This is an optimization exercise on Yosys and OpenROAD, whose aim is small area, not a production implementation.
In this exercise RTL edits were held to simulation tests only and were not proved equivalent to the original.
No activity file was given, so power comes from the tool's default toggle rates.

==> design.v <==
module chk_unit (
    input  wire [2:0]  alg,
    input  wire [31:0] state,
    input  wire [8:0]  aux,         
    input  wire [31:0] count,
    input  wire        st_right,    
    input  wire        st_split,    
    input  wire        st_left,     
    input  wire        st_ins31,
    input  wire        st_ins15,
    input  wire        crc_bit,     
    input  wire        crc_r,       
    input  wire        cnt_shift,
    input  wire        cnt_ins,
    input  wire        aux_shift,
    input  wire        aux_ins,
    input  wire        alg_load,
    input  wire [2:0]  alg_in,
    output wire [2:0]  alg_n,
    output reg  [31:0] state_n,
    output wire [8:0]  aux_n,
    output wire [31:0] count_n
);
    wire c16 = (alg[1:0] == 2'd1);           
    wire        fb_r  = crc_r & (state[0] ^ crc_bit);
    wire [31:0] rpoly = alg[0] ? 32'h82F6_3B78 : 32'hEDB8_8320;
    wire        fb_l  = (c16 ? state[15] : state[7]) ^ crc_bit;
    integer i;
    always @(*) begin
        state_n = state;
        if (st_right) begin
            state_n = {st_ins31, state[31:1]} ^ ({32{fb_r}} & {1'b0, rpoly[30:0]});
            if (st_split)
                state_n[15] = st_ins15;
        end else if (st_left) begin
            if (c16)
                state_n[15:0] = {state[14:0], 1'b0} ^ (fb_l ? 16'h1021 : 16'h0000);
            else
                state_n[7:0]  = {state[6:0], 1'b0} ^ (fb_l ? 8'h07 : 8'h00);
        end
    end
    assign count_n = cnt_shift ? {cnt_ins, count[31:1]} : count;
    assign aux_n   = aux_shift ? {aux_ins, aux[8:1]} : aux;
    assign alg_n   = alg_load ? alg_in : alg;
endmodule
module chk_block (
    input  wire        clk,
    input  wire        rst,
    input  wire        flr,
    input  wire        req_valid,
    output wire        req_ready,
    input  wire        req_write,
    input  wire        req_host,
    input  wire [7:0]  req_addr,
    input  wire [31:0] req_wdata,
    output wire        rsp_valid,
    output wire [31:0] rsp_rdata
);
    localparam [2:0] OP_CTRL  = 3'd0;
    localparam [2:0] OP_FEED  = 3'd1;
    localparam [2:0] OP_STATE = 3'd2;
    localparam [2:0] OP_AUX   = 3'd3;
    localparam [2:0] OP_COUNT = 3'd4;
    localparam [2:0] OP_RES   = 3'd5;
    reg [8*3-1:0]  r_alg;
    reg [8*32-1:0] r_state;
    reg [8*9-1:0]  r_aux;
    reg [8*32-1:0] r_count;
    reg [2:0]      ptr;
    wire [2:0]  w_alg   = r_alg[23:21];
    wire [31:0] w_state = r_state[255:224];
    wire [8:0]  w_aux   = r_aux[71:63];
    wire [31:0] w_count = r_count[255:224];
    wire w_fl   = w_alg[2];
    wire w_c32  = !w_alg[2] && w_alg[1];
    wire w_c16  = !w_alg[2] && !w_alg[1] && w_alg[0];
    wire w_c8   = !w_alg[2] && !w_alg[1] && !w_alg[0];
    wire w_pend = w_aux[8];
    reg       sw_pend;
    reg       sw_on;
    reg       sw_all;
    reg [4:0] sw_k;
    always @(posedge clk) begin
        if (rst) begin
            sw_pend <= 1'b0;
            sw_on   <= 1'b1;
            sw_all  <= 1'b1;
            sw_k    <= 5'd0;
        end else if (flr) begin
            sw_pend <= 1'b1;
            sw_all  <= sw_all && (sw_on || sw_pend);
        end else if (sw_pend && ptr == 3'd7 && !(busy && f_unit[2])) begin
            sw_pend <= 1'b0;
            sw_on   <= 1'b1;
            sw_k    <= 5'd0;
        end else if (sw_on && ptr == 3'd7) begin
            sw_k <= sw_k + 5'd1;
            if (sw_k == 5'd31)
                sw_on <= 1'b0;
        end
    end
    wire sw_hit = sw_on && !rst && !flr && (sw_all || ptr[2]);
    wire       is_unit  = (req_addr[7:6] == 2'b01 || req_addr[7:6] == 2'b10)
                          && (req_addr[3] == 1'b0);
    wire       is_stat  = (req_addr == 8'h00);
    wire [2:0] unit_sel = {req_addr[7], req_addr[5:4]};
    wire [2:0] reg_sel  = req_addr[2:0];
    wire       at_unit  = (ptr == unit_sel);
    wire owned_drop = req_write && is_unit && req_host && !unit_sel[2];
    reg        busy;
    reg [2:0]  op;
    reg [2:0]  f_unit;
    reg [31:0] f_data;
    reg [1:0]  f_nb;       
    reg [6:0]  vc;         
    reg        p0;         
    reg        cc;         
    reg        c1, a1;      
    reg        c2, a2;      
    reg        ab;          
    wire quiet = !sw_pend && !sw_on && !flr && !rst;
    wire vis   = busy && (ptr == f_unit);
    wire res_hold  = !req_write && reg_sel == 3'd6 && w_fl && w_pend;
    wire res_start = quiet && !busy && req_valid && is_unit && at_unit && res_hold;
    wire res_resp  = vis && op == OP_RES && vc == 7'd48;
    assign req_ready = quiet && (req_write ? (!is_unit || owned_drop || !busy)
                                           : (!busy && (!is_unit || at_unit)));
    wire accept  = req_valid && req_ready;
    wire unit_wr = accept && req_write && is_unit && !owned_drop && reg_sel != 3'd6;
    wire [4:0] k  = vc[4:0];
    wire [3:0] kk = vc[3:0];
    wire [2:0] pass = vc[6:4];
    wire       p_eff = (vc == 7'd0) ? w_pend : p0;
    wire [1:0] f_m   = p_eff ? ((f_nb == 2'd2) ? 2'd2 : 2'd1)
                             : ((f_nb == 2'd0) ? 2'd0 : (f_nb == 2'd1) ? 2'd1 : 2'd2);
    wire [2:0] last_pass = (op == OP_RES) ? 3'd5 :
                           (op == OP_FEED && w_fl && f_m != 2'd0) ? {f_m == 2'd2, f_m == 2'd1, 1'b0} : 3'd1;
    wire       last = (kk == 4'd15) && (pass == last_pass);
    always @(posedge clk) begin
        if (rst || (flr && f_unit[2] && (op != OP_RES || vc > 7'd48))) begin
            busy <= 1'b0;
        end else if (unit_wr && !busy) begin
            busy   <= 1'b1;
            op     <= (reg_sel == 3'd0) ? OP_CTRL  :
                      (reg_sel == 3'd4) ? OP_STATE :
                      (reg_sel == 3'd5) ? OP_AUX   :
                      (reg_sel == 3'd7) ? OP_COUNT : OP_FEED;
            f_unit <= unit_sel;
            f_data <= req_wdata;
            f_nb   <= (reg_sel == 3'd1) ? 2'd0 : (reg_sel == 3'd2) ? 2'd1 : 2'd2;
            vc     <= 7'd0;
        end else if (res_start) begin
            busy   <= 1'b1;
            op     <= OP_RES;
            f_unit <= unit_sel;
            vc     <= 7'd0;
        end else if (vis) begin
            vc <= vc + 7'd1;
            if (last || (res_resp && ab))
                busy <= 1'b0;
        end
    end
    always @(posedge clk)
        if (!busy)
            ab <= 1'b0;
        else if (flr && f_unit[2])
            ab <= 1'b1;
    function stream;
        input [5:0] idx;
        begin
            if (idx[5:3] == 3'd0)
                stream = w_aux[0];
            else
                stream = f_data[idx - 6'd8];
        end
    endfunction
    wire is_res   = (op == OP_RES);
    wire is_fl_op = (op == OP_FEED && w_fl) || is_res;
    wire [1:0] m  = f_m;
    wire s1_on  = is_res ? (pass <= 3'd1 || pass >= 3'd4) : (is_fl_op && (pass < {m, 1'b0}));
    wire s1_add = s1_on && !pass[0];
    wire s2_on  = is_res ? (pass != 3'd0 && pass != 3'd5)
                         : (is_fl_op && (pass != 3'd0) && (pass <= {m, 1'b0}));
    wire s2_add = s2_on && pass[0];
    wire undo   = is_res && (pass >= 3'd3);
    wire [5:0] lo  = is_res ? 6'd0 : ({5'b00000, ~p_eff} + {3'b000, pass[2:1], 1'b0});
    wire       o1  = ((is_res && kk[3]) ? 1'b0 : sbit) ^ undo;
    wire x1 = w_state[0];
    wire x2 = w_state[16];
    wire kz = (kk == 4'd0);
    wire c1_in = kz ? (s1_add ? 1'b0 : c1) : c1;
    wire z1    = kz ? (a1 & (x1 ^ c1)) : a1;
    wire y1    = !s1_on ? x1 :
                 s1_add ? (x1 ^ o1 ^ c1_in) :
                 (z1 ? (undo & p0) : (x1 ^ c1_in));
    wire o2    = y1 ^ undo;
    wire c2_in = kz ? (s2_add ? 1'b0 : c2) : c2;
    wire z2    = kz ? (a2 & (x2 ^ c2)) : a2;
    wire y2    = !s2_on ? x2 :
                 s2_add ? (x2 ^ o2 ^ c2_in) :
                 (z2 ? (undo & cc) : (x2 ^ c2_in));
    always @(posedge clk) begin
        if (vis) begin
            if (s1_on) begin
                c1 <= s1_add ? ((x1 & o1) | (x1 & c1_in) | (o1 & c1_in)) : (x1 & c1_in);
                if (s1_add)
                    a1 <= (kk == 4'd1) ? y1 : (a1 & y1);
                else
                    a1 <= z1;
            end
            if (s2_on) begin
                c2 <= s2_add ? ((x2 & o2) | (x2 & c2_in) | (o2 & c2_in)) : (x2 & c2_in);
                if (s2_add)
                    a2 <= (kk == 4'd1) ? y2 : (a2 & y2);
                else
                    a2 <= z2;
            end
        end
    end
    wire [2:0] alg_next = (f_data[2:0] <= 3'd4) ? f_data[2:0] : w_alg;
    wire       init_bit = (alg_next == 3'd2 || alg_next == 3'd3) ||
                          (alg_next == 3'd1 && !k[4]);
    wire       in_width = w_c8 ? (k[4:3] == 2'b00) : w_c16 ? !k[4] : 1'b1;
    wire       crc_step = (op == OP_FEED) && !w_fl && ({1'b0, k} < ({3'b000, f_nb} == 6'd0 ? 6'd8 :
                                                        {3'b000, f_nb} == 6'd1 ? 6'd16 : 6'd32));
    wire       crc_d    = sbit;
    wire       cnt_add  = (k == {3'b000, f_nb}) || (f_nb == 2'd2 && k == 5'd2 && 1'b0);
    wire       nbit     = (f_nb == 2'd0) ? (k == 5'd0) : (f_nb == 2'd1) ? (k == 5'd1) : (k == 5'd2);
    wire       cc_in    = (k == 5'd0) ? 1'b0 : cc;
    wire       cx       = w_count[0];
    always @(posedge clk)
        if (vis) begin
            if (is_res) begin
                if (pass == 3'd1)
                    cc <= (kz ? 1'b1 : cc) & x2;
            end else
                cc <= (cx & nbit) | (cx & cc_in) | (nbit & cc_in);
        end
    always @(posedge clk)
        if (vis && (is_res ? (pass == 3'd0) : (vc == 7'd0)))
            p0 <= is_res ? ((kz ? 1'b1 : p0) & x1) : w_pend;
    wire       pend_f  = p_eff ^ (f_nb == 2'd0);
    wire [2:0] f_n     = (f_nb == 2'd0) ? 3'd1 : (f_nb == 2'd1) ? 3'd2 : 3'd4;
    wire [2:0] byte_f  = f_n - {2'b00, !pend_f};
    wire       aux_fl  = (kk == 4'd8) ? pend_f : sbit;
    wire       fl_aux  = (pass == 3'd1);
    wire [1:0] lo_m1   = lo[1:0] - 2'd1 + {1'b0, kk[3]};
    wire [1:0] bf_m1   = byte_f[1:0] - 2'd1;
    wire [4:0] fidx    = is_fl_op ? (fl_aux ? {bf_m1, kk[2:0]} : {lo_m1, kk[2:0]})
                                  : (k ^ {2'b00, {3{crc_step && !w_c32}}});
    wire       use_aux = is_fl_op && (fl_aux ? (byte_f == 3'd0) : (lo[2:0] == 3'd0 && !kk[3]));
    wire       sbit    = use_aux ? w_aux[0] : f_data[fidx];
    wire       fd_k    = sbit;
    reg st_right, st_split, st_left, st_ins31, st_ins15;
    reg cnt_shift, cnt_ins, aux_shift, aux_ins, alg_load;
    reg [2:0] alg_in;
    reg crc_r, crc_bit;
    always @(*) begin
        st_right = 1'b0; st_split = 1'b0; st_left = 1'b0;
        st_ins31 = 1'b0; st_ins15 = 1'b0;
        cnt_shift = 1'b0; cnt_ins = 1'b0;
        aux_shift = 1'b0; aux_ins = 1'b0;
        alg_load = 1'b0; alg_in = alg_next;
        crc_r = 1'b0; crc_bit = crc_d;
        if (sw_hit) begin
            st_right  = 1'b1; st_ins31 = 1'b1;
            cnt_shift = 1'b1; cnt_ins  = 1'b0;
            aux_shift = (sw_k <= 5'd8); aux_ins = 1'b0;
            alg_load  = 1'b1; alg_in   = 3'd2;
        end else if (vis) begin
            case (op)
                OP_CTRL: begin
                    alg_load = (vc == 7'd0);
                    if (f_data[31]) begin
                        st_right  = 1'b1; st_ins31 = init_bit;
                        cnt_shift = 1'b1; cnt_ins  = 1'b0;
                        aux_shift = (k <= 5'd8); aux_ins = 1'b0;
                    end
                end
                OP_STATE: begin
                    st_right = 1'b1;
                    st_ins31 = in_width ? fd_k : w_state[0];
                end
                OP_AUX: begin
                    aux_shift = (k <= 5'd8); aux_ins = fd_k;
                end
                OP_COUNT: begin
                    cnt_shift = 1'b1; cnt_ins = fd_k;
                end
                OP_FEED: begin
                    cnt_shift = 1'b1;
                    cnt_ins   = cx ^ nbit ^ cc_in;
                    if (w_fl) begin
                        st_right  = 1'b1; st_split = 1'b1;
                        st_ins31  = y2;   st_ins15 = y1;
                        aux_shift = (vc <= 7'd8) || (fl_aux && kk <= 4'd8);
                        aux_ins   = fl_aux ? aux_fl : w_aux[0];
                        cnt_shift = (vc <= 7'd31);
                    end else if (crc_step) begin
                        if (w_c32) begin
                            st_right = 1'b1; crc_r = 1'b1;
                            st_ins31 = w_state[0] ^ crc_d;
                        end else
                            st_left = 1'b1;
                    end
                end
                default: begin  
                    st_right  = 1'b1; st_split = 1'b1;
                    st_ins31  = y2;   st_ins15 = y1;
                    aux_shift = (pass == 3'd0 || pass == 3'd4) && kk <= 4'd8;
                    aux_ins   = w_aux[0];
                end
            endcase
        end
    end
    wire [2:0]  n_alg;
    wire [31:0] n_state;
    wire [8:0]  n_aux;
    wire [31:0] n_count;
    chk_unit unit (
        .alg       (w_alg),
        .state     (w_state),
        .aux       (w_aux),
        .count     (w_count),
        .st_right  (st_right),
        .st_split  (st_split),
        .st_left   (st_left),
        .st_ins31  (st_ins31),
        .st_ins15  (st_ins15),
        .crc_bit   (crc_bit),
        .crc_r     (crc_r),
        .cnt_shift (cnt_shift),
        .cnt_ins   (cnt_ins),
        .aux_shift (aux_shift),
        .aux_ins   (aux_ins),
        .alg_load  (alg_load),
        .alg_in    (alg_in),
        .alg_n     (n_alg),
        .state_n   (n_state),
        .aux_n     (n_aux),
        .count_n   (n_count)
    );
    always @(posedge clk) begin
        r_alg   <= {r_alg[20:0],    n_alg};
        r_state <= {r_state[223:0], n_state};
        r_aux   <= {r_aux[62:0],    n_aux};
        r_count <= {r_count[223:0], n_count};
        if (rst)
            ptr <= 3'd0;
        else
            ptr <= ptr + 3'd1;
    end
    reg bad_alg_flag;
    reg unit_owned_flag;
    wire status_clr = accept && req_write && is_stat;
    wire bad_alg    = unit_wr && reg_sel == 3'd0 && (req_wdata[2:0] > 3'd4);
    always @(posedge clk) begin
        if (rst) begin
            bad_alg_flag    <= 1'b0;
            unit_owned_flag <= 1'b0;
        end else begin
            if (bad_alg)
                bad_alg_flag <= 1'b1;
            else if (status_clr && req_wdata[1])
                bad_alg_flag <= 1'b0;
            if (accept && owned_drop)
                unit_owned_flag <= 1'b1;
            else if (status_clr && req_wdata[0])
                unit_owned_flag <= 1'b0;
        end
    end
    wire rq     = !res_resp;
    wire sel_s  = (rq && is_unit && (reg_sel == 3'd4 || reg_sel == 3'd6)) || res_resp;
    wire inv    = rq && w_c32 && reg_sel[1];
    wire sel_c  = rq && is_unit && reg_sel == 3'd7;
    wire sel_a  = rq && is_unit && reg_sel == 3'd5;
    wire sel_g  = rq && is_unit && reg_sel == 3'd0;
    wire en_mid = sel_s && !w_c8;
    wire en_hi  = sel_s && !w_c8 && !w_c16;
    wire [31:0] s_en  = {{16{en_hi}}, {8{en_mid}}, {8{sel_s}}};
    wire [31:0] rd_small = {23'd0, w_aux & {9{sel_a}}} | {29'd0, w_alg & {3{sel_g}}} |
                        {30'd0, {bad_alg_flag, unit_owned_flag} & {2{rq && is_stat}}};
    assign rsp_valid = (accept && !req_write && !res_start) || res_resp;
    assign rsp_rdata = ((w_state ^ {32{inv}}) & s_en) | (w_count & {32{sel_c}}) | rd_small;
endmodule
==> run.sh <==
#!/bin/bash
# synth_recipe.tcl (not shown) runs the flow's synth.tcl, then flattens the netlist and writes it again
# the make line also repeats each setting of config.mk as NAME=value (left out here)
make -C /OpenROAD-flow-scripts/flow DESIGN_CONFIG=/design/flow/config.mk WORK_HOME=/design/flow/orfs CLKGATE_MAP_FILE= SYNTH_SCRIPT=/design/flow/synth_recipe.tcl finish
==> config.mk <==
export PLATFORM = sky130hd
export DESIGN_NAME = chk_block
export DESIGN_NICKNAME = chk_block
export VERILOG_FILES = /design/flow/design.v
export SDC_FILE = /design/flow/constraint.sdc
export NUM_CORES = 8
export LEC_CHECK = 0
export CAP_MARGIN = 20
export CORE_MARGIN = 2
export CORE_UTILIZATION = 60
export CTS_BUF_LIST = sky130_fd_sc_hd__clkbuf_8
export CTS_CLUSTER_DIAMETER = 50
export CTS_CLUSTER_SIZE = 20
export PLACE_DENSITY = 0.7
export SLEW_MARGIN = 20
==> constraint.sdc <==
create_clock -name core_clock -period 13.0 [get_ports {clk}]
set_input_delay 2.6000 -clock core_clock [delete_from_list [all_inputs] [get_ports {clk}]]
set_output_delay 2.6000 -clock core_clock [all_outputs]
set_load 0.01 [all_outputs]
==> results of run 1 <==
## cells in the mapped netlist, drive strengths merged (7+ instances only)
cell type / number / area (um2)
a211oi: 11 / 87.6
a21o: 10 / 75.1
a21oi: 25 / 129
a22oi: 12 / 95.1
and2: 8 / 52.6
and3: 9 / 56.3
buf: 21 / 134
clkbuf: 37 / 139
dfxtp: 623 / 12500
edfxtp: 53 / 1590
ha: 15 / 188
inv: 22 / 82.6
mux2: 48 / 541
mux2i: 25 / 250
nand2: 112 / 420
nand2b: 8 / 50.1
nand3: 22 / 110
nor2: 94 / 353
nor2b: 15 / 93.8
nor3: 17 / 90.1
o211ai: 20 / 160
o21ai: 88 / 440
o22ai: 8 / 50.1
or3: 7 / 43.8
or4: 9 / 67.6
xnor2: 41 / 359
xor2: 19 / 166
## final timing paths
| check | start | endpoint | slack (ps) | depth (start not counted) |
|---|---|---|---|---|
| worst min register to register | r_state[32] | r_state[64] | 310 | 0 |
| worst min-delay path | r_state[32] | r_state[64] | 310 | 0 |
| worst max-delay path | req_addr[7] | rsp_rdata[19] | 4610 | 9 |
| worst max register to register | vc[1] | r_state[31] | 5350 | 25 |
## per-stage QoR
step           std cells  total power [mW]  instance area [um2]  util, %
2_1_floorplan       1470              2.24                19100        -
3_3_place_gp        1900              2.27                20200     64.2
3_5_place_dp        1900              2.27                20200     64.2
4_1_cts             1965              3.29                21100     67.0
5_1_grt             1966              3.38                21100     67.1
6_report            1966              3.25                21100     67.1
## registers in the layout, summed over array words and instances, names as in the netlist, 5 cells and up
register and flops:
r_count 256, f_data 32, r_aux 72, r_alg 24, vc 7, r_state 256
sw_k 5
## final cells by class
cell class                      count  share of cell area, %
Tap cell                          402                   2.38
Sequential cell                   676                   66.6
Clock buffer                       46                   3.00
Clock inverter                     19                   1.16
Multi-Input combinational cell    714                   22.4
Timing Repair Buffer               87                   4.12
Inverter                           22                  0.391
## worst register-to-register path: stages (launching register included)
cell and delay (ps):
edfxtp_1 610, inv_1 330, ha_1 290, nor3b_2 560, a21boi_0 280, nor2_1 340
nand2_1 110, ha_1 220, or3_1 340, a21o_1 190, a22oi_2 240, mux2i_1 580
a31o_1 530, o21ai_0 200, xor2_1 220, fa_1 430, nor2b_1 140, a211oi_1 230
a21oi_1 130, xnor2_1 240, fa_1 460, o221ai_1 180, a21o_1 130, nand4_1 90
a221oi_1 380, nor2_1 100
## cells in the final DEF (no fill, tap or decap), types with 9 or more instances in the layout
cell / Yosys / routed
dfxtp_1: 623 / 623
nand2_1: 112 / 112
nor2_1: 94 / 93
o21ai_0: 86 / 86
clkdlybuf4s50_1: 0 / 79
edfxtp_1: 53 / 53
mux2_2: 48 / 48
clkbuf_8: 0 / 46
xnor2_1: 41 / 41
mux2i_1: 25 / 25
inv_1: 22 / 24
a21oi_1: 24 / 22
nand3_1: 22 / 22
xor2_1: 19 / 19
o211ai_1: 18 / 18
nor3_1: 16 / 16
nor2b_1: 15 / 15
ha_1: 15 / 15
a22oi_1: 11 / 11
a21o_1: 10 / 10
a211oi_1: 10 / 10
or4_1: 9 / 9
## per-layer routing
metal / track usage, % / routed length (um) / share of wire (%) / vias up
met1: 28.0 / 15900 / 47 / 4885
met4: 6.00 / 665 / 1.9 / 0
met2: 34.5 / 15900 / 47 / 236
met3: 3.43 / 1630 / 4.8 / 55
li1: - / - / - / 5160
met5: 0 / 0 / 0 / -
## report_power, final
| group | switching (mW) | internal (mW) | total (mW) | leakage (nW) |
|---|---|---|---|---|
| sequential | 0.0181 | 2.13 | 2.15 | 5.53 |
| clock | 0.622 | 0.407 | 1.03 | 0.454 |
| combinational | 0.0356 | 0.0360 | 0.0717 | 2.10 |
## logic make-up (layout without fill, tap and decap cells)
logic type,after synthesis,count (layout),synth area share [%]
flip-flops,676,676,73.6
AND/OR/NAND/NOR,331,331,8.27
AO/OA/AOI/OAI,231,231,8.06
buffers and inverters,80,174,1.86
multiplexers,73,73,4.14
XOR/XNOR,60,60,2.75
adder cells (fa/ha/maj),19,19,1.35
==> metrics.csv, run 1 <==
metric;value;unit
regArea;14100;um2
grt_max_degree;41;
htreeDepth;2;
synthFlopType;dfxtp_1;
grt_overflow;0;
cts.sinks;676;
drive_gt1_share;9.34;%
tns;0;ps
path_clk_slew;110;ps
status;complete, no violations;
syn_avg_cell_area;13.0;um2
ios;80;
whs;314;ps
dr.pass1.iters;6;
chipHeight;182;um
dp_hpwl;23500;um
ys_seq_elements;676;
vias;10300;
critPathKind;input pin to output pin;
worstPathArrival;5790;ps
fin_nets;1610;
yosys_warnings;2;
endpoint_kind;output pin;
row_count;65;
antenna_cells;0;
fmax;119;MHz
avgViaCountPerCell;5.26;
clk_latency;610;ps
drc;0;
drv_slew;0;
wl_per_cell;17.3;um
clk_path_buf_depth;3;
antenna_found_initial;0;
cp_slowest_cell;clkdlybuf4s50_1;
synth_nets;1534;
drtIter0Drc;641;
numCtsBuffers;45;
cp_max_fo;16;
synthArstFlopShare;0;%
start_util;60.7;%
portBuffers;79;
crit_family;buffers and inverters;
p_leak;8.08;nW
multiInputGateArea;4730;um2
cap_violations;0;
rsz0062_at_grt;false;
setup-violations-final;0;
yosysSeqAreaShare;73.6;%
crit_required;10400;ps
post-route-period-util;64.5;%
skew;27.7;ps
grt_pass1_wl;53600;um
cpPeakStageDelay;590;ps
crit_buf_inv;3;
preCtsSetupSlack;4490;ps
grt_use_total;20.7;%
synth_enable_flop_cells;53;
gp_congestion;0.882;
dieArea;33300;um2
crit_path_frequent_cell;clkdlybuf4s50_1;
p_per_area;154;nW/um2
netlist_area;19100;um2
area_growth;10.5;%
clockRootBuffer;clkbuf_8;
hold_class;flip-flop to flip-flop;
cts_hold_buf;0;
worst_setup_path_start_kind;input pin;
fin_crit;8390;ps
tightest_slew;975;ps
ant_nets;0;
routed_wl;34100;um
ir_drop;101;uV
cts_tree;yes;
synthDistinctLibCells;79;
netlist_instances;1470;
path_cells;clkdlybuf4s50_1, inv_1, ha_1, nor2b_1, nand2_1, o21a_1, or2_2, o21ai_0, clkdlybuf4s50_1;
layout_setup_ws;4610;ps
design.core.area;31500;um2
fp.dieW;182;um
cts_resized;0;
grt_pass1_vias;9986;
fillers;2331;
postCtsSetupRepairBufs;0;
finalHoldViolCount;0;
max_slew_margin;34.8;%
==> run 2, diff against run 1 <==
--- a/design.v
+++ b/design.v
@@ -39,7 +39,7 @@
                 state_n[7:0]  = {state[6:0], 1'b0} ^ (fb_l ? 8'h07 : 8'h00);
         end
     end
-    assign count_n = cnt_shift ? {cnt_ins, count[31:1]} : count;
+    assign count_n = {cnt_ins, count[31:1]};    
     assign aux_n   = aux_shift ? {aux_ins, aux[8:1]} : aux;
     assign alg_n   = alg_load ? alg_in : alg;
 endmodule
@@ -62,6 +62,7 @@
     localparam [2:0] OP_AUX   = 3'd3;
     localparam [2:0] OP_COUNT = 3'd4;
     localparam [2:0] OP_RES   = 3'd5;
+    localparam [2:0] OP_CRD   = 3'd6;    
     reg [8*3-1:0]  r_alg;
     reg [8*32-1:0] r_state;
     reg [8*9-1:0]  r_aux;
@@ -76,27 +77,30 @@
     wire w_c16  = !w_alg[2] && !w_alg[1] && w_alg[0];
     wire w_c8   = !w_alg[2] && !w_alg[1] && !w_alg[0];
     wire w_pend = w_aux[8];
+    reg [4:0] ph;
     reg       sw_pend;
     reg       sw_on;
     reg       sw_all;
-    reg [4:0] sw_k;
+    wire frame_end = (ptr == 3'd7);
+    wire ph_end    = frame_end && (ph == 5'd31);
+    wire sw_block;    
     always @(posedge clk) begin
         if (rst) begin
+            ph      <= 5'd0;
             sw_pend <= 1'b0;
             sw_on   <= 1'b1;
             sw_all  <= 1'b1;
-            sw_k    <= 5'd0;
-        end else if (flr) begin
-            sw_pend <= 1'b1;
-            sw_all  <= sw_all && (sw_on || sw_pend);
-        end else if (sw_pend && ptr == 3'd7 && !(busy && f_unit[2])) begin
-            sw_pend <= 1'b0;
-            sw_on   <= 1'b1;
-            sw_k    <= 5'd0;
-        end else if (sw_on && ptr == 3'd7) begin
-            sw_k <= sw_k + 5'd1;
-            if (sw_k == 5'd31)
-                sw_on <= 1'b0;
+        end else begin
+            if (frame_end)
+                ph <= ph + 5'd1;
+            if (flr) begin
+                sw_pend <= 1'b1;
+                sw_all  <= sw_all && (sw_on || sw_pend);
+            end else if (ph_end && !sw_block) begin
+                sw_pend <= 1'b0;
+            end
+            if (ph_end)
+                sw_on <= sw_pend && !flr && !sw_block;
         end
     end
     wire sw_hit = sw_on && !rst && !flr && (sw_all || ptr[2]);
@@ -120,9 +124,14 @@
     reg        ab;          
     wire quiet = !sw_pend && !sw_on && !flr && !rst;
     wire vis   = busy && (ptr == f_unit);
+    wire wait0 = (op == OP_FEED || op == OP_COUNT) && vc == 7'd0 && ph != 5'd0;
+    assign sw_block = busy && f_unit[2];
     wire res_hold  = !req_write && reg_sel == 3'd6 && w_fl && w_pend;
     wire res_start = quiet && !busy && req_valid && is_unit && at_unit && res_hold;
     wire res_resp  = vis && op == OP_RES && vc == 7'd48;
+    wire crd_start = quiet && !busy && req_valid && is_unit && at_unit &&
+                     !req_write && reg_sel == 3'd7 && ph != 5'd0;
+    wire crd_resp  = vis && op == OP_CRD && ph == 5'd0;
     assign req_ready = quiet && (req_write ? (!is_unit || owned_drop || !busy)
                                            : (!busy && (!is_unit || at_unit)));
     wire accept  = req_valid && req_ready;
@@ -137,7 +146,7 @@
                            (op == OP_FEED && w_fl && f_m != 2'd0) ? {f_m == 2'd2, f_m == 2'd1, 1'b0} : 3'd1;
     wire       last = (kk == 4'd15) && (pass == last_pass);
     always @(posedge clk) begin
-        if (rst || (flr && f_unit[2] && (op != OP_RES || vc > 7'd48))) begin
+        if (rst || (flr && f_unit[2] && op != OP_CRD && (op != OP_RES || vc > 7'd48))) begin
             busy <= 1'b0;
         end else if (unit_wr && !busy) begin
             busy   <= 1'b1;
@@ -149,14 +158,14 @@
             f_data <= req_wdata;
             f_nb   <= (reg_sel == 3'd1) ? 2'd0 : (reg_sel == 3'd2) ? 2'd1 : 2'd2;
             vc     <= 7'd0;
-        end else if (res_start) begin
+        end else if (res_start || crd_start) begin
             busy   <= 1'b1;
-            op     <= OP_RES;
+            op     <= res_start ? OP_RES : OP_CRD;
             f_unit <= unit_sel;
             vc     <= 7'd0;
-        end else if (vis) begin
+        end else if (vis && !wait0) begin
             vc <= vc + 7'd1;
-            if (last || (res_resp && ab))
+            if (last || (res_resp && ab) || crd_resp)
                 busy <= 1'b0;
         end
     end
@@ -200,7 +209,7 @@
                  s2_add ? (x2 ^ o2 ^ c2_in) :
                  (z2 ? (undo & cc) : (x2 ^ c2_in));
     always @(posedge clk) begin
-        if (vis) begin
+        if (vis && !wait0) begin
             if (s1_on) begin
                 c1 <= s1_add ? ((x1 & o1) | (x1 & c1_in) | (o1 & c1_in)) : (x1 & c1_in);
                 if (s1_add)
@@ -229,7 +238,7 @@
     wire       cc_in    = (k == 5'd0) ? 1'b0 : cc;
     wire       cx       = w_count[0];
     always @(posedge clk)
-        if (vis) begin
+        if (vis && !wait0) begin
             if (is_res) begin
                 if (pass == 3'd1)
                     cc <= (kz ? 1'b1 : cc) & x2;
@@ -258,16 +267,16 @@
     always @(*) begin
         st_right = 1'b0; st_split = 1'b0; st_left = 1'b0;
         st_ins31 = 1'b0; st_ins15 = 1'b0;
-        cnt_shift = 1'b0; cnt_ins = 1'b0;
+        cnt_shift = 1'b1; cnt_ins = w_count[0];
         aux_shift = 1'b0; aux_ins = 1'b0;
         alg_load = 1'b0; alg_in = alg_next;
         crc_r = 1'b0; crc_bit = crc_d;
         if (sw_hit) begin
             st_right  = 1'b1; st_ins31 = 1'b1;
             cnt_shift = 1'b1; cnt_ins  = 1'b0;
-            aux_shift = (sw_k <= 5'd8); aux_ins = 1'b0;
+            aux_shift = 1'b1; aux_ins = 1'b0;
             alg_load  = 1'b1; alg_in   = 3'd2;
-        end else if (vis) begin
+        end else if (vis && !wait0) begin
             case (op)
                 OP_CTRL: begin
                     alg_load = (vc == 7'd0);
@@ -295,7 +304,7 @@
                         st_ins31  = y2;   st_ins15 = y1;
                         aux_shift = (vc <= 7'd8) || (fl_aux && kk <= 4'd8);
                         aux_ins   = fl_aux ? aux_fl : w_aux[0];
-                        cnt_shift = (vc <= 7'd31);
+                        if (vc > 7'd31) cnt_ins = w_count[0];
                     end else if (crc_step) begin
                         if (w_c32) begin
                             st_right = 1'b1; crc_r = 1'b1;
@@ -304,6 +313,7 @@
                             st_left = 1'b1;
                     end
                 end
+                OP_CRD: ;
                 default: begin  
                     st_right  = 1'b1; st_split = 1'b1;
                     st_ins31  = y2;   st_ins15 = y1;
@@ -369,10 +379,10 @@
                 unit_owned_flag <= 1'b0;
         end
     end
-    wire rq     = !res_resp;
+    wire rq     = !res_resp && !crd_resp;
     wire sel_s  = (rq && is_unit && (reg_sel == 3'd4 || reg_sel == 3'd6)) || res_resp;
     wire inv    = rq && w_c32 && reg_sel[1];
-    wire sel_c  = rq && is_unit && reg_sel == 3'd7;
+    wire sel_c  = (rq && is_unit && reg_sel == 3'd7) || crd_resp;
     wire sel_a  = rq && is_unit && reg_sel == 3'd5;
     wire sel_g  = rq && is_unit && reg_sel == 3'd0;
     wire en_mid = sel_s && !w_c8;
@@ -380,6 +390,6 @@
     wire [31:0] s_en  = {{16{en_hi}}, {8{en_mid}}, {8{sel_s}}};
     wire [31:0] rd_small = {23'd0, w_aux & {9{sel_a}}} | {29'd0, w_alg & {3{sel_g}}} |
                         {30'd0, {bad_alg_flag, unit_owned_flag} & {2{rq && is_stat}}};
-    assign rsp_valid = (accept && !req_write && !res_start) || res_resp;
+    assign rsp_valid = (accept && !req_write && !res_start && !crd_start) || res_resp || crd_resp;
     assign rsp_rdata = ((w_state ^ {32{inv}}) & s_en) | (w_count & {32{sel_c}}) | rd_small;
 endmodule
==> flow/run.sh (new file) <==
#!/bin/bash
# Own flow: the standard layout, with the synthesis's ABC step run with an
# area-oriented script instead of the speed script. Everything else in the
# synthesis (synth_recipe.tcl and ORFS's synth.tcl) is unchanged, so the
# registers keep the names and cell types the standard synthesis gives them.
set -euo pipefail
W=$(pwd)
R="balance; rewrite; refactor; balance; rewrite; rewrite -z; balance; refactor -z; rewrite -z; balance"
cat > "$W/area_abc.script" <<EOS
strash
$R
$R
dch
amap
topo
EOS
cat > "$W/area_synth.tcl" <<EOS
proc abc {args} {
  set i [lsearch -exact \$args -script]
  if { \$i >= 0 } { lset args [expr {\$i + 1}] {$W/area_abc.script} }
  yosys abc {*}\$args
}
source {$W/synth_recipe.tcl}
EOS
sed "s#$W/synth_recipe.tcl#$W/area_synth.tcl#" standard.sh > "$W/area_standard.sh"
grep -q area_synth.tcl "$W/area_standard.sh"
export BUFFER_PORTS_ARGS="-buffer_cell sky130_fd_sc_hd__buf_1"
export CTS_ARGS="-sink_clustering_enable -repair_clock_nets -sink_clustering_size 32 -sink_clustering_max_diameter 40 -buf_list sky130_fd_sc_hd__clkbuf_16 -dont_use_dummy_load"
bash "$W/area_standard.sh" finish > "$W/flow_make.log" 2>&1
==> standard.sh (new file) <==
#!/bin/bash
# synth_recipe.tcl (not shown) runs the flow's synth.tcl, then flattens the netlist and writes it again
# the make line also repeats each setting of config.mk as NAME=value (left out here)
make -C /OpenROAD-flow-scripts/flow DESIGN_CONFIG=/design/flow/config.mk WORK_HOME=/design/flow/orfs CLKGATE_MAP_FILE= SYNTH_SCRIPT=/design/flow/synth_recipe.tcl "${@:-finish}"
removed: run.sh
==> metrics.csv, run 2 <==
metric;value;unit
status;complete, no violations;
worstPathArrival;5770;ps
fin_crit;8370;ps
dpl.cell_count;1814;
cts_hold_buf;0;
yosys_warnings;2;
fp.dieW;176;um
reg2regPathDepth;27;
skew;79.3;ps
ys_seq_elements;676;
path_clk_slew;70;ps
fin_nets;1546;
synthDistinctLibCells;44;
grt_overflow;0;
netlist_instances;1342;
grt_pass1_vias;9823;
ios;80;
synth_compound_area_share;11.1;%
drv_slew;0;
r2r-start;vc[4];
tightest_slew;1100;ps
rsz0062_at_grt;false;
numCtsBuffers;49;
vias;10100;
finalHoldViolCount;0;
hold_class;flip-flop to flip-flop;
routed_wl;32800;um
grt_pass1_wl;51700;um
syn_avg_cell_area;13.2;um2
chipHeight;176;um
yosysTopAreaCell;dfxtp_1;
crit_start;req_addr[7];
start_util;61.3;%
p_leak;7.43;nW
cts_tree;yes;
area_growth;11.9;%
hold_path_depth;0;
tns;0;ps
synthAdderAreaFrac;1.47;%
critPathKind;input pin to output pin;
dp_hpwl;22000;um
row_count;62;
post-route-period-util;64.4;%
fmax;119;MHz
synth_simple_gate_area_share;5.15;%
clk_latency;570;ps
synthFlopType;dfxtp_1;
design.core.area;28900;um2
portBuffers;79;
yosysSeqAreaShare;79.4;%
antenna_found_initial;0;
netlist_area;17700;um2
synthArstFlopShare;0;%
ant_nets;0;
endpoint_kind;output pin;
final_cell_mix;dfxtp_1 (623), clkinv_1 (131), o22ai_1 (102), nor2_1 (100), buf_1 (79);
rr_endpoint;r_state[31];
synth_most_common_cell;dfxtp_1;
grt_max_degree;37;
grt_use_total;21.5;%
synth_nets;1407;
wl_per_cell;17.6;um
p_per_area;187;nW/um2
synth_area_leaders;dfxtp_1 (70%), edfxtp_1 (9.0%), o22ai_1 (3.6%), clkinv_1 (2.8%), nor2_1 (2.1%);
dr.pass1.iters;5;
postCtsSetupRepairBufs;0;
crit_required;10400;ps
cts_resized;0;
gp_congestion;0.923;
drive_gt1_share;4.26;%
yosysTopAreaCellShare;70.5;%
max_slew_margin;24.9;%
drc;0;
min_from;r_count[32];
clk_path_buf_depth;3;
min_to;r_count[64];
htreeDepth;2;
top_regs;r_count: 256 flops, r_state: 256 flops, r_aux: 72 flops;
yosys-top-cells-count;dfxtp_1 (623), clkinv_1 (132), o22ai_1 (102), nor2_1 (101), o21ai_0 (70);
stdcell_count;1863;
setup-violations-final;0;
reg2reg_slack;5310;ps
ir_drop;147;uV
antenna_cells;0;
worst_setup_path_start_kind;input pin;
cts.sinks;676;
synth_enable_flop_cells;53;
synthMuxAreaShare;0;%
cap_violations;0;
drtIter0Drc;709;
synth_xor_area_share;0;%
clockRootBuffer;clkbuf_16;
synth_top_family_by_area;compound AO/OA/AOI/OAI gates;
layout_commonest_cell;dfxtp_1;
dieArea;30900;um2
avgViaCountPerCell;5.42;
cp_max_fo;16;
## run 2: cell count changes after synthesis, moves of 12 or more
cell / change
clkbuf_1: -37
clkinv_1: +132
inv_1: -22
mux2_2: -48
mux2i_1: -25
nand2_1: -55
nand3_1: -12
o211ai_1: -16
o21ai_0: -16
o22ai_1: +94
xnor2_1: -41
xor2_1: -19
## run 2: kinds of logic (layout without fill, tap and decap cells)
kind of cell,Yosys count,after routing
compound gates,301,301
fa+ha+maj,19,19
buf+inv,132,269
flops,676,676
simple gates,214,214
## run 2: metrics by stage
stage / setup WS, ps / hold slack, ps / cell area, um2 / power, mW / util (%)
detailed placement: 4520 / 312 / 18600 / 2.46 / 64.4
floorplan: 2930 / 310 / 17700 / 2.40 / -
global route: 4310 / 273 / 19800 / 3.83 / 68.6
global placement: 4600 / 310 / 18600 / 2.46 / 64.4
finish: 4630 / 260 / 19800 / 3.70 / 68.6
CTS: 4510 / 266 / 19800 / 3.73 / 68.6
## run 2: critical path, stage by stage
cell,delay (ps)
buf_1,120
clkinv_1,110
ha_1,290
nand2b_1,180
or3_1,440
o22ai_1,660
nand2_1,710
o21ai_0,470
buf_1,190
## run 2: routing by layer
metal	global-route usage (%)	routed length [um]	share of wire, %	up-vias
met5	0	0	0	-
met4	7.75	981	3.0	0
met3	3.96	2040	6.2	75
met2	32.4	14100	43	326
met1	31.3	15800	48	4758
li1	-	-	-	4936
## run 2: layout make-up
cell class | instances | area [um2]
multi-input combinational | 534 | 3170
sequential | 676 | 14100
inverter | 132 | 495
clock buffer | 49 | 1230
tap | 384 | 480
fill | 2102 | 9060
timing repair buffer | 88 | 364
## run 2: power by group
group	switching, mW	total (mW)	internal [mW]	leakage [nW]
sequential	0.0517	2.30	2.25	5.61
combinational	0.0816	0.124	0.0428	1.21
clock	0.614	1.28	0.662	0.604
## run 2: how the worst max path moves through the flow
stage,cells after the start,slack [ps],endpoint
6_report,9,4630,rsp_rdata[16]
5_1_grt,9,4310,rsp_rdata[16]
4_1_cts,9,4510,rsp_rdata[16]
3_5_place_dp,9,4520,rsp_rdata[16]
3_3_place_gp,9,4600,rsp_rdata[16]
2_1_floorplan,6,2930,rsp_rdata[3]
==> run 3, diff against run 2 <==
--- a/flow/run.sh
+++ b/flow/run.sh
@@ -25,5 +25,5 @@
 sed "s#$W/synth_recipe.tcl#$W/area_synth.tcl#" standard.sh > "$W/area_standard.sh"
 grep -q area_synth.tcl "$W/area_standard.sh"
 export BUFFER_PORTS_ARGS="-buffer_cell sky130_fd_sc_hd__buf_1"
-export CTS_ARGS="-sink_clustering_enable -repair_clock_nets -sink_clustering_size 32 -sink_clustering_max_diameter 40 -buf_list sky130_fd_sc_hd__clkbuf_16 -dont_use_dummy_load"
+export CTS_ARGS="-sink_clustering_enable -repair_clock_nets -sink_clustering_size 20 -sink_clustering_max_diameter 50 -buf_list \"sky130_fd_sc_hd__clkbuf_4 sky130_fd_sc_hd__clkbuf_8\" -dont_use_dummy_load"
 bash "$W/area_standard.sh" finish > "$W/flow_make.log" 2>&1
==> metrics.csv, run 3 <==
metric;value;unit
status;complete, no violations;
numCtsBuffers;44;
drc;0;
grt_use_total;21.2;%
portBuffers;79;
synth_top_family_by_area;compound AO/OA/AOI/OAI gates;
antenna_cells;0;
grt_pass1_vias;9804;
finalHoldViolCount;0;
hold_class;flip-flop to flip-flop;
fillers;2202;
path_clk_slew;110;ps
post-route-period-util;64.6;%
worstPathArrival;5800;ps
p_leak;7.15;nW
drv_slew;0;
stdcell_count;1859;
synthDistinctLibCells;44;
drive_gt1_share;3.93;%
netlist_area;17700;um2
synth_compound_area_share;11.1;%
vias;10000;
tns;0;ps
drtIter0Drc;738;
postCtsSetupRepairBufs;0;
fp.dieW;176;um
clk_latency;600;ps
design.core.area;28900;um2
yosysTopAreaCellShare;70.5;%
cts_resized;0;
fin_crit;8400;ps
yosys_warnings;2;
tightest_slew;1070;ps
ys_seq_elements;676;
synth_area_leaders;dfxtp_1 (70%), edfxtp_1 (9.0%), o22ai_1 (3.6%), clkinv_1 (2.8%), nor2_1 (2.1%);
yosysSeqAreaShare;79.4;%
synth_most_common_cell;dfxtp_1;
skew;103;ps
yosysTopAreaCell;dfxtp_1;
dp_hpwl;22000;um
cts.sinks;676;
rsz0062_at_grt;false;
start_util;61.3;%
netlist_instances;1342;
antenna_found_initial;0;
final_cell_mix;dfxtp_1 (623), clkinv_1 (132), o22ai_1 (102), nor2_1 (100), buf_1 (79);
grt_pass1_wl;51000;um
cts_hold_buf;0;
avgViaCountPerCell;5.39;
top_regs;r_count: 256 flops, r_state: 256 flops, r_aux: 72 flops;
synthArstFlopShare;0;%
utilization;66.6;%
hold_path_depth;0;
endpoint_kind;output pin;
max_slew_margin;26.9;%
finalPower;3.28;mW
setup-violations-final;0;
row_count;62;
chipHeight;176;um
htreeDepth;2;
cts_tree;yes;
reg2regPathDepth;29;
synthAdderAreaFrac;1.47;%
layout_setup_ws;4600;ps
synth_simple_gate_area_share;5.15;%
grt_max_degree;37;
wl_per_cell;17.4;um
synthMuxAreaShare;0;%
dr.pass1.iters;5;
grt_overflow;0;
p_per_area;171;nW/um2
fmax;119;MHz
syn_avg_cell_area;13.2;um2
critPathKind;input pin to output pin;
clk_path_buf_depth;3;
synth_xor_area_share;0;%
ir_drop;133;uV
worst_setup_path_start_kind;input pin;
gp_congestion;0.923;
ant_nets;0;
routed_wl;32300;um
fin_nets;1542;
cap_violations;0;
dieArea;30900;um2
layout_commonest_cell;dfxtp_1;
preCtsSetupSlack;4520;ps
synth_enable_flop_cells;53;
clockRootBuffer;clkbuf_8;
cp_max_fo;16;
synthFlopType;dfxtp_1;
dpl.cell_count;1814;
crit_required;10400;ps
yosys-top-cells-count;dfxtp_1 (623), clkinv_1 (132), o22ai_1 (102), nor2_1 (101), o21ai_0 (70);
synth_nets;1407;
area_growth;8.50;%
ios;80;
[run 3: layout make-up]
cell class | instances | area, um2 | area share [%]
Timing Repair Buffer | 89 | 389 | 2.03
Multi-Input combinational cell | 534 | 3170 | 16.5
Sequential cell | 676 | 14100 | 73.2
Inverter | 132 | 495 | 2.58
Tap cell | 384 | 480 | 2.50
Clock buffer | 44 | 606 | 3.15
[run 3: worst paths after layout]
path | slack, ps | startpoint | to
max | 4600 | req_addr[7] | rsp_rdata[16]
min | 210 | r_alg[9] | r_alg[12]
max reg2reg | 5270 | f_nb[0] | r_state[31]
min reg2reg | 210 | r_alg[9] | r_alg[12]
[run 3: power by group]
group	internal (mW)	total [mW]	switching (mW)
Combinational	0.0441	0.126	0.0814
Clock	0.305	0.863	0.558
Sequential	2.24	2.30	0.0506
Total	2.59	3.28	0.690
[run 3: logic make-up after synthesis]
| family | count (synthesis) |
|---|---|
| flip-flops | 676 |
| buffers and inverters | 132 |
| adder cells (fa/ha/maj) | 19 |
| AO/OA/AOI/OAI | 301 |
| AND/OR/NAND/NOR | 214 |
[run 3: layer usage]
layer  share of wire [%]  track usage [%]  vias up  wire length, um
li1                    -                -     4915                -
met1                  49             31.1     4713            15700
met2                  42             31.5      325            13700
met3                 6.2             3.85       75             2000
met4                 3.0             8.23        0              960
met5                   0                0        -                0
[run 3: stage by stage]
step / hold slack [ps] / cell area, um2
2_1_floorplan: 310 / 17700
3_3_place_gp: 310 / 18600
3_5_place_dp: 312 / 18600
4_1_cts: 212 / 19200
5_1_grt: 194 / 19200
6_report: 206 / 19200
[run 3: worst max-delay path, cell delays in order]
cell	delay [ps]
buf_1	120
clkinv_1	110
ha_1	290
nand2b_1	180
or3_1	440
o22ai_1	670
nand2_1	700
o21ai_0	490
buf_1	190
==> run 4, diff against run 3 <==
--- a/flow/run.sh
+++ b/flow/run.sh
@@ -25,5 +25,5 @@
 sed "s#$W/synth_recipe.tcl#$W/area_synth.tcl#" standard.sh > "$W/area_standard.sh"
 grep -q area_synth.tcl "$W/area_standard.sh"
 export BUFFER_PORTS_ARGS="-buffer_cell sky130_fd_sc_hd__buf_1"
-export CTS_ARGS="-sink_clustering_enable -repair_clock_nets -sink_clustering_size 20 -sink_clustering_max_diameter 50 -buf_list \"sky130_fd_sc_hd__clkbuf_4 sky130_fd_sc_hd__clkbuf_8\" -dont_use_dummy_load"
+export CTS_ARGS="-sink_clustering_enable -repair_clock_nets -sink_clustering_size 20 -sink_clustering_max_diameter 50 -buf_list sky130_fd_sc_hd__clkbuf_8 -dont_use_dummy_load"
 bash "$W/area_standard.sh" finish > "$W/flow_make.log" 2>&1
==> metrics.csv, run 4 <==
metric;value;unit
status;complete, no violations;
fin_nets;1542;
synthArstFlopShare;0;%
fp.dieW;176;um
regArea;14100;um2
design.core.area;28900;um2
chipHeight;176;um
synthDistinctLibCells;44;
crit_start;req_addr[7];
grt_pass1_vias;9804;
cts_hold_buf;0;
post-route-period-util;64.6;%
cp_max_fo;16;
dieArea;30900;um2
drv_slew;0;
path_cells;buf_1, clkinv_1, ha_1, nand2b_1, or3_1, o22ai_1, nand2_1, o21ai_0, buf_1;
syn_avg_cell_area;13.2;um2
yosys_warnings;2;
wl_per_cell;17.4;um
grt_overflow;0;
fmax;119;MHz
hold_class;flip-flop to flip-flop;
endpoint_kind;output pin;
reg2reg_slack;5270;ps
cp_slowest_cell;nand2_1;
finalHoldViolCount;0;
dp_hpwl;22000;um
yosysTopAreaCellShare;70.5;%
gp_congestion;0.923;
top_regs;r_count: 256 flops, r_state: 256 flops, r_aux: 72 flops;
crit_buf_inv;3;
area_growth;8.50;%
fillers;2202;
antenna_found_initial;0;
numCtsBuffers;44;
stdcell_area;19200;um2
hold_path_depth;0;
cts.sinks;676;
rr_endpoint;r_state[31];
htreeDepth;2;
yosysSeqAreaShare;79.4;%
dpl.cell_count;1814;
tightest_slew;1070;ps
r2r-start;f_nb[0];
clockRootBuffer;clkbuf_8;
crit_path_frequent_cell;buf_1;
yosys-top-cells-count;dfxtp_1 (623), clkinv_1 (132), o22ai_1 (102), nor2_1 (101), o21ai_0 (70);
drc;0;
worst_setup_path_start_kind;input pin;
drtIter0Drc;738;
p_per_area;171;nW/um2
netlist_instances;1342;
tns;0;ps
drive_gt1_share;3.93;%
row_count;62;
final_cell_mix;dfxtp_1 (623), clkinv_1 (132), o22ai_1 (102), nor2_1 (100), buf_1 (79);
dr.pass1.iters;5;
preCtsSetupSlack;4520;ps
cap_violations;0;
worstPathArrival;5800;ps
synth_nets;1407;
setup-violations-final;0;
path_clk_slew;110;ps
layout_commonest_cell;dfxtp_1;
ant_nets;0;
clk_latency;600;ps
synth_area_leaders;dfxtp_1 (70%), edfxtp_1 (9.0%), o22ai_1 (3.6%), clkinv_1 (2.8%), nor2_1 (2.1%);
postCtsSetupRepairBufs;0;
ys_seq_elements;676;
clk_path_buf_depth;3;
synth_enable_flop_cells;53;
critPathKind;input pin to output pin;
crit_required;10400;ps
vias;10000;
yosysTopAreaCell;dfxtp_1;
fin_crit;8400;ps
multiInputGateArea;3170;um2
cts_resized;0;
synth_most_common_cell;dfxtp_1;
p_leak;7.15;nW
antenna_cells;0;
cts_tree;yes;
rsz0062_at_grt;false;
skew;103;ps
reg2regPathDepth;29;
routed_wl;32300;um
grt_pass1_wl;51000;um
grt_use_total;21.2;%
crit_family;simple AND/OR/NAND/NOR gates;
netlist_area;17700;um2
cpPeakStageDelay;700;ps
grt_max_degree;37;
start_util;61.3;%
min_from;r_alg[9];
ios;80;
avgViaCountPerCell;5.39;
ir_drop;133;uV
layout_setup_ws;4600;ps
portBuffers;79;
stdcell_count;1859;
max_slew_margin;26.9;%
synthFlopType;dfxtp_1;
place_area;18600;um2
min_to;r_alg[12];
[run 4: cell counts in the layout (fill, tap and decap cells not counted)]
No cell type changed its count.
[run 4: cell type report]
| cell class | count | share of cell area, % |
|---|---|---|
| repair buffers | 89 | 2.03 |
| inverters | 132 | 2.58 |
| flip-flops and latches | 676 | 73.2 |
| clock buffers | 44 | 3.15 |
| well taps | 384 | 2.50 |
| multi-input cells | 534 | 16.5 |
[run 4: power breakdown]
group | total, mW | internal (mW) | switching (mW) | leakage [nW]
clock | 0.863 | 0.305 | 0.558 | 0.316
sequential | 2.30 | 2.24 | 0.0506 | 5.61
combinational | 0.126 | 0.0441 | 0.0814 | 1.22
[run 4: metal layers]
layer	up-vias	GRT usage (%)	wire (um)	share of wire, %
li1	4915	-	-	-
met1	4713	31.1	15700	49
met2	325	31.5	13700	42
met3	75	3.85	2000	6.2
met4	0	8.23	960	3.0
met5	-	0	0	0
[run 4: per-stage QoR]
stage | utilization, % | power (mW) | hold slack (ps)
5_1_grt | 66.6 | 3.42 | 194
3_3_place_gp | 64.4 | 2.46 | 310
3_5_place_dp | 64.4 | 2.46 | 312
4_1_cts | 66.5 | 3.31 | 212
6_report | 66.6 | 3.28 | 206
2_1_floorplan | - | 2.40 | 310
[run 4: logic make-up after synthesis]
| kind of cell | after synthesis | synth area share (%) |
|---|---|---|
| adder cells (fa/ha/maj) | 19 | 1.47 |
| buffers and inverters | 132 | 2.80 |
| AO/OA/AOI/OAI | 301 | 11.1 |
| flip-flops | 676 | 79.4 |
| AND/OR/NAND/NOR | 214 | 5.15 |
[run 4: worst max path at each step]
stage | cells past startpoint | endpoint
2_1_floorplan | 6 | rsp_rdata[3]
3_3_place_gp | 9 | rsp_rdata[16]
3_5_place_dp | 9 | rsp_rdata[16]
4_1_cts | 9 | rsp_rdata[16]
5_1_grt | 9 | rsp_rdata[16]
6_report | 9 | rsp_rdata[16]
[run 4: worst register-to-register path, delay by kind of cell (launching register included)]
family                   cells  cell delay, ps
adder cells (fa/ha/maj)      3            1230
buffers and inverters        5            1320
AO/OA/AOI/OAI               17            3720
AND/OR/NAND/NOR              4             860
flip-flops                   1             420
==> run 5, diff against run 4 <==
--- a/flow/run.sh
+++ b/flow/run.sh
@@ -5,11 +5,11 @@
 # registers keep the names and cell types the standard synthesis gives them.
 set -euo pipefail
 W=$(pwd)
-R="balance; rewrite; refactor; balance; rewrite; rewrite -z; balance; refactor -z; rewrite -z; balance"
 cat > "$W/area_abc.script" <<EOS
 strash
-$R
-$R
+&get -n
+&deepsyn -T 60
+&put
 dch
 amap
 topo
==> metrics.csv, run 5 <==
metric;value;unit
critPathKind;input pin to output pin;
dieArea;30700;um2
top_regs;r_count: 256 flops, r_state: 256 flops, r_aux: 72 flops;
routed_wl;31800;um
gp_congestion;0.936;
clk_path_buf_depth;3;
cp_slowest_cell;clkinv_1;
cpPeakStageDelay;630;ps
fmax;122;MHz
row_count;62;
syn_avg_cell_area;13.4;um2
grt_pass1_wl;49900;um
drtIter0Drc;703;
ys_seq_elements;676;
ant_nets;0;
vias;9528;
synth_nets;1375;
synthFlopType;dfxtp_1;
yosys_warnings;2;
switching_share;20.7;%
grt_overflow;0;
grt_pass1_vias;9340;
cts_tree;yes;
clock_power_share;26.9;%
setup-violations-final;0;
grt_max_degree;35;
synthArstFlopShare;0;%
fillers;2178;
htreeDepth;2;
path_clk_slew;110;ps
yosysSeqAreaShare;80.1;%
grt_use_total;21.2;%
synthDistinctLibCells;46;
cts_resized;0;
max_slew_margin;40.2;%
portBuffers;79;
yosysTopAreaCellShare;71.0;%
avgViaCountPerCell;5.22;
hold_class;flip-flop to flip-flop;
dr.pass1.iters;5;
yosys-top-cells-count;dfxtp_1 (623), clkinv_1 (115), nor2_1 (108), o21ai_0 (69);
crit_buf_inv;5;
postCtsSetupRepairBufs;0;
synth_enable_flop_cells;53;
netlist_instances;1310;
synth_most_common_cell;dfxtp_1;
drv_slew;0;
endpoint_kind;output pin;
netlist_area;17600;um2
wl_per_cell;17.4;um
switchingPower;0.680;mW
drive_gt1_share;3.75;%
crit_family;buffers and inverters;
worst_setup_path_start_kind;input pin;
area_growth;8.36;%
antenna_cells;0;
combinationalPowerShare;2.9;%
fp.dieW;175;um
seqPwrFrac;70.3;%
clk_latency;590;ps
path_cells;buf_1, clkinv_1, ha_1, nand2b_1, or3_1, nor4_1, clkinv_1, buf_8, o221ai_1, buf_1;
rsz0062_at_grt;false;
finalHoldViolCount;0;
fin_nets;1507;
ir_drop;124;uV
skew;80.7;ps
layout_commonest_cell;dfxtp_1;
tightest_slew;894;ps
dp_hpwl;22400;um
utilization;66.1;%
synth_area_leaders;dfxtp_1 (71%), edfxtp_1 (9.1%), clkinv_1 (2.5%), nor2_1 (2.3%), o21ai_0 (2.0%);
final_cell_mix;dfxtp_1 (623), clkinv_1 (114), nor2_1 (108), buf_1 (79), o21ai_0 (69);
p_leak;7.16;nW
cap_violations;0;
fin_crit;8200;ps
cts_hold_buf;0;
cts.sinks;676;
status;complete, no violations;
design.core.area;28800;um2
antenna_found_initial;0;
cp_max_fo;16;
p_per_area;172;nW/um2
tns;0;ps
worstPathArrival;5600;ps
chipHeight;175;um
numCtsBuffers;46;
start_util;61.0;%
clockRootBuffer;clkbuf_8;
yosysTopAreaCell;dfxtp_1;
p_int;2.60;mW
ios;80;
crit_required;10400;ps
drc;0;
post-route-period-util;63.1;%
-- run 5: through the flow --
step | area, um2 | setup slack (ps) | hold slack [ps] | std cells | power (mW)
3_5_place_dp | 18400 | 4450 | 312 | 1777 | 2.45
5_1_grt | 19000 | 4500 | 271 | 1824 | 3.41
4_1_cts | 19000 | 4440 | 262 | 1823 | 3.31
6_report | 19000 | 4800 | 261 | 1824 | 3.28
3_3_place_gp | 18400 | 4520 | 310 | 1777 | 2.44
2_1_floorplan | 17600 | 5640 | 310 | 1310 | 2.39
-- run 5: area by class of cell --
| type | instances | area (um2) | share of cell area [%] |
|---|---|---|---|
| clock buffer | 46 | 633 | 3.33 |
| inverter | 115 | 432 | 2.27 |
| multi-input combinational | 519 | 3080 | 16.2 |
| sequential | 676 | 14100 | 73.9 |
| tap | 384 | 480 | 2.52 |
| timing repair buffer | 84 | 342 | 1.79 |
-- run 5: worst paths after layout --
check	from	endpoint	slack [ps]	depth (start not counted)
setup reg to reg	vc[3]	r_state[31]	5410	28
setup / recovery	req_addr[7]	rsp_rdata[15]	4800	10
hold reg to reg	r_count[91]	r_count[123]	260	0
hold / removal	r_count[91]	r_count[123]	260	0
-- run 5: worst register-to-register path, delay by kind of cell (launching register included) --
| kind | cells | cell delay [ps] |
|---|---|---|
| buf+inv | 4 | 650 |
| compound gates | 11 | 3280 |
| fa+ha+maj | 3 | 1140 |
| flops | 1 | 530 |
| simple gates | 10 | 1850 |
-- run 5: logic make-up after synthesis --
group,count (synthesis),synth area share (%)
compound gates,270,10.2
fa+ha+maj,19,1.48
buf+inv,115,2.46
flops,676,80.1
simple gates,230,5.76
-- run 5: power groups by stage --
stage | clock network, mW | registers [mW] | logic, mW
2_1_floorplan | 0 | 2.33 | 0.0575
3_5_place_dp | 0 | 2.35 | 0.0933
5_1_grt | 0.986 | 2.32 | 0.105
3_3_place_gp | 0 | 2.35 | 0.0914
6_report | 0.881 | 2.31 | 0.0947
4_1_cts | 0.912 | 2.31 | 0.0939
-- run 5: layer usage --
metal / up-vias / GRT usage, % / part of all wire, %
li1: 4737 / - / -
met1: 4485 / 30.1 / 49
met2: 218 / 32.7 / 44
met3: 88 / 3.48 / 4.1
met4: 0 / 8.06 / 3.5
met5: - / 0 / 0
==> run 6, diff against run 5 <==
--- a/config.mk
+++ b/config.mk
@@ -7,9 +7,9 @@
 export LEC_CHECK = 0
 export CAP_MARGIN = 20
 export CORE_MARGIN = 2
-export CORE_UTILIZATION = 60
+export CORE_UTILIZATION = 70
 export CTS_BUF_LIST = sky130_fd_sc_hd__clkbuf_8
 export CTS_CLUSTER_DIAMETER = 50
 export CTS_CLUSTER_SIZE = 20
-export PLACE_DENSITY = 0.7
+export PLACE_DENSITY = 0.85
 export SLEW_MARGIN = 20
==> metrics.csv, run 6 <==
metric;value;unit
place_area;18300;um2
dr.pass1.iters;7;
seqPwrFrac;70.5;%
cts_hold_buf;0;
clk_path_buf_depth;3;
avgViaCountPerCell;5.73;
tns;0;ps
path_cells;ha_1, o21a_1, nor2_1, o21ai_0, nor2_1, clkinv_1, o22ai_1, clkinv_1, nor2_1, a32o_1, a2111oi_0, o21a_1, nor4_1, nor3_1, a21oi_1, clkinv_1, a2111oi_0, nand3_1, nor2_1, nor2_1, clkinv_1, o21ai_0, a21oi_1;
cts_tree;yes;
path_clk_slew;120;ps
synth_enable_flop_cells;53;
numCtsBuffers;43;
htreeDepth;2;
row_count;57;
fin_crit;8230;ps
chipHeight;162;um
antenna_cells;0;
yosysSeqAreaShare;80.1;%
grt_overflow;0;
worst_setup_path_start_kind;flip-flop;
grt_max_degree;35;
synthArstFlopShare;0;%
crit_buf_inv;4;
post-route-period-util;63.3;%
gp_congestion;0.982;
critPathKind;flip-flop to flip-flop;
fp.dieW;162;um
crit_required;13480;ps
yosys-top-cells-count;dfxtp_1 (623), clkinv_1 (115), nor2_1 (108), o21ai_0 (69);
cts_resized;0;
regArea;14100;um2
routed_wl;37700;um
ir_drop;159;uV
drc;0;
switchingPower;0.706;mW
cp_slowest_cell;edfxtp_1;
p_per_area;174;nW/um2
syn_avg_cell_area;13.4;um2
final_cell_mix;dfxtp_1 (623), clkinv_1 (113), nor2_1 (108), buf_1 (79), o21ai_0 (69);
fmax;122;MHz
rsz0062_at_grt;false;
yosysTopAreaCell;dfxtp_1;
drive_gt1_share;3.62;%
switching_share;21.5;%
clockRootBuffer;clkbuf_8;
clk_latency;580;ps
yosys_warnings;2;
crit_path_frequent_cell;nor2_1;
worstPathArrival;8710;ps
antenna_found_initial;0;
cp_max_fo;14;
combinationalPowerShare;3.0;%
clock_power_share;26.5;%
synthFlopType;dfxtp_1;
stdcell_area;18900;um2
portBuffers;79;
reg2reg_slack;4770;ps
ios;80;
setup-violations-final;0;
area_growth;7.65;%
fillers;1370;
ant_nets;0;
grt_pass1_wl;57000;um
cap_violations;0;
dp_hpwl;25700;um
start_util;71.8;%
synth_most_common_cell;dfxtp_1;
status;complete, no violations;
dieArea;26400;um2
design.core.area;24500;um2
fin_nets;1504;
cpPeakStageDelay;810;ps
crit_family;compound AO/OA/AOI/OAI gates;
tightest_slew;1040;ps
multiInputGateArea;3080;um2
p_int;2.58;mW
max_slew_margin;30.4;%
grt_pass1_vias;10200;
vias;10100;
grt_use_total;28.8;%
layout_commonest_cell;dfxtp_1;
endpoint_kind;flip-flop;
drtIter0Drc;954;
ys_seq_elements;676;
netlist_area;17600;um2
wl_per_cell;21.4;um
top_regs;r_count: 256 flops, r_state: 256 flops, r_aux: 72 flops;
synth_nets;1375;
p_leak;7.13;nW
netlist_instances;1310;
synth_area_leaders;dfxtp_1 (71%), edfxtp_1 (9.1%), clkinv_1 (2.5%), nor2_1 (2.3%), o21ai_0 (2.0%);
hold_class;flip-flop to flip-flop;
finalHoldViolCount;0;
skew;71.3;ps
yosysTopAreaCellShare;71.0;%
postCtsSetupRepairBufs;0;
cts.sinks;676;
drv_slew;0;
synthDistinctLibCells;46;
-- run 6: cell counts after synthesis --
No cell type changed its count.
-- run 6: cells by family (layout without fill, tap and decap cells) --
| group | count (synthesis) | in the layout | share of synthesized area (%) |
|---|---|---|---|
| buf+inv | 115 | 242 | 2.46 |
| flops | 676 | 676 | 80.1 |
| fa+ha+maj | 19 | 19 | 1.48 |
| compound gates | 270 | 270 | 10.2 |
| simple gates | 230 | 230 | 5.76 |
-- run 6: layer usage --
metal	routed length [um]	track usage, %
met1	16200	38.5
met2	18300	48.9
met3	2260	4.69
met4	949	8.85
met5	0	0
-- run 6: stage by stage --
step	utilization, %	worst slack [ps]	hold slack, ps	instances	total power, mW
global route	77.3	4430	293	1761	3.39
floorplan	-	5640	310	1310	2.39
CTS	77.2	4260	295	1761	3.30
detailed placement	74.8	4320	312	1718	2.46
finish	77.3	4770	289	1761	3.29
global placement	74.8	4550	310	1718	2.44
-- run 6: final cells by class --
| type | instances | area share (%) |
|---|---|---|
| clock buffer | 43 | 3.13 |
| tap | 324 | 2.14 |
| timing repair buffer | 84 | 1.77 |
| multi-input combinational | 519 | 16.3 |
| sequential | 676 | 74.4 |
| inverter | 115 | 2.28 |
-- run 6: worst paths after layout --
path	from	to	depth (start not counted)
setup / recovery	vc[4]	r_state[13]	23
hold / removal	r_state[111]	r_state[143]	0
setup reg to reg	vc[4]	r_state[13]	23
hold reg to reg	r_state[111]	r_state[143]	0
-- run 6: worst reg2reg max path, cell delays in order, from the launching register on --
cell,delay [ps]
edfxtp_1,810
ha_1,350
o21a_1,100
nor2_1,70
o21ai_0,200
nor2_1,410
clkinv_1,410
o22ai_1,500
clkinv_1,360
nor2_1,480
a32o_1,200
a2111oi_0,80
o21a_1,200
nor4_1,200
nor3_1,120
a21oi_1,510
clkinv_1,220
a2111oi_0,660
nand3_1,480
nor2_1,810
nor2_1,260
clkinv_1,310
o21ai_0,160
a21oi_1,230
-- run 6: power groups by stage --
stage	logic, mW	clock network [mW]	registers, mW
after floorplan	0.0575	0	2.33
after global placement	0.0901	0	2.35
after detailed placement	0.0966	0	2.36
after CTS	0.0988	0.880	2.32
after global routing	0.109	0.951	2.33
final	0.100	0.872	2.32

[port drivers added, routing unchanged]
The flow's constraints put no driver on any port. The routed layouts listed below were extracted and timed again, unchanged, in two steps.
Step 1, drivers: a clkbuf_16 drives clk and a buf_2 each remaining input, both assumed.
Step 2 also shifts input and output timing later by t, the mid clock arrival at the registers, as if the neighbouring blocks saw the same clock.
a / b / c = ideal ports / drivers / drivers and shift; a / b = the first two.
| run | t (ns) | setup WS [ns] | worst hold slack (ns) |
|---|---|---|---|
| run 1 | 0.641 | 4.610 / 4.588 / 4.588 | 0.314 / 0.314 / 0.314 |
| run 2 | 0.585 | 4.626 / 4.603 / 4.603 | 0.260 / 0.260 / 0.260 |
| run 3 | 0.592 | 4.596 / 4.574 / 4.574 | 0.206 / 0.206 / 0.206 |
| run 4 | 0.592 | 4.596 / 4.574 / 4.574 | 0.206 / 0.206 / 0.206 |
| run 5 | 0.603 | 4.801 / 4.775 / 4.775 | 0.261 / 0.261 / 0.261 |
| run 6 | 0.592 | 4.773 / 4.773 / 4.773 | 0.289 / 0.289 / 0.289 |
After both steps setup and hold are still met in every run listed. The setup slack of run 5, which loses most, moves by -0.026 ns with the drivers and by -0.026 ns with both steps.
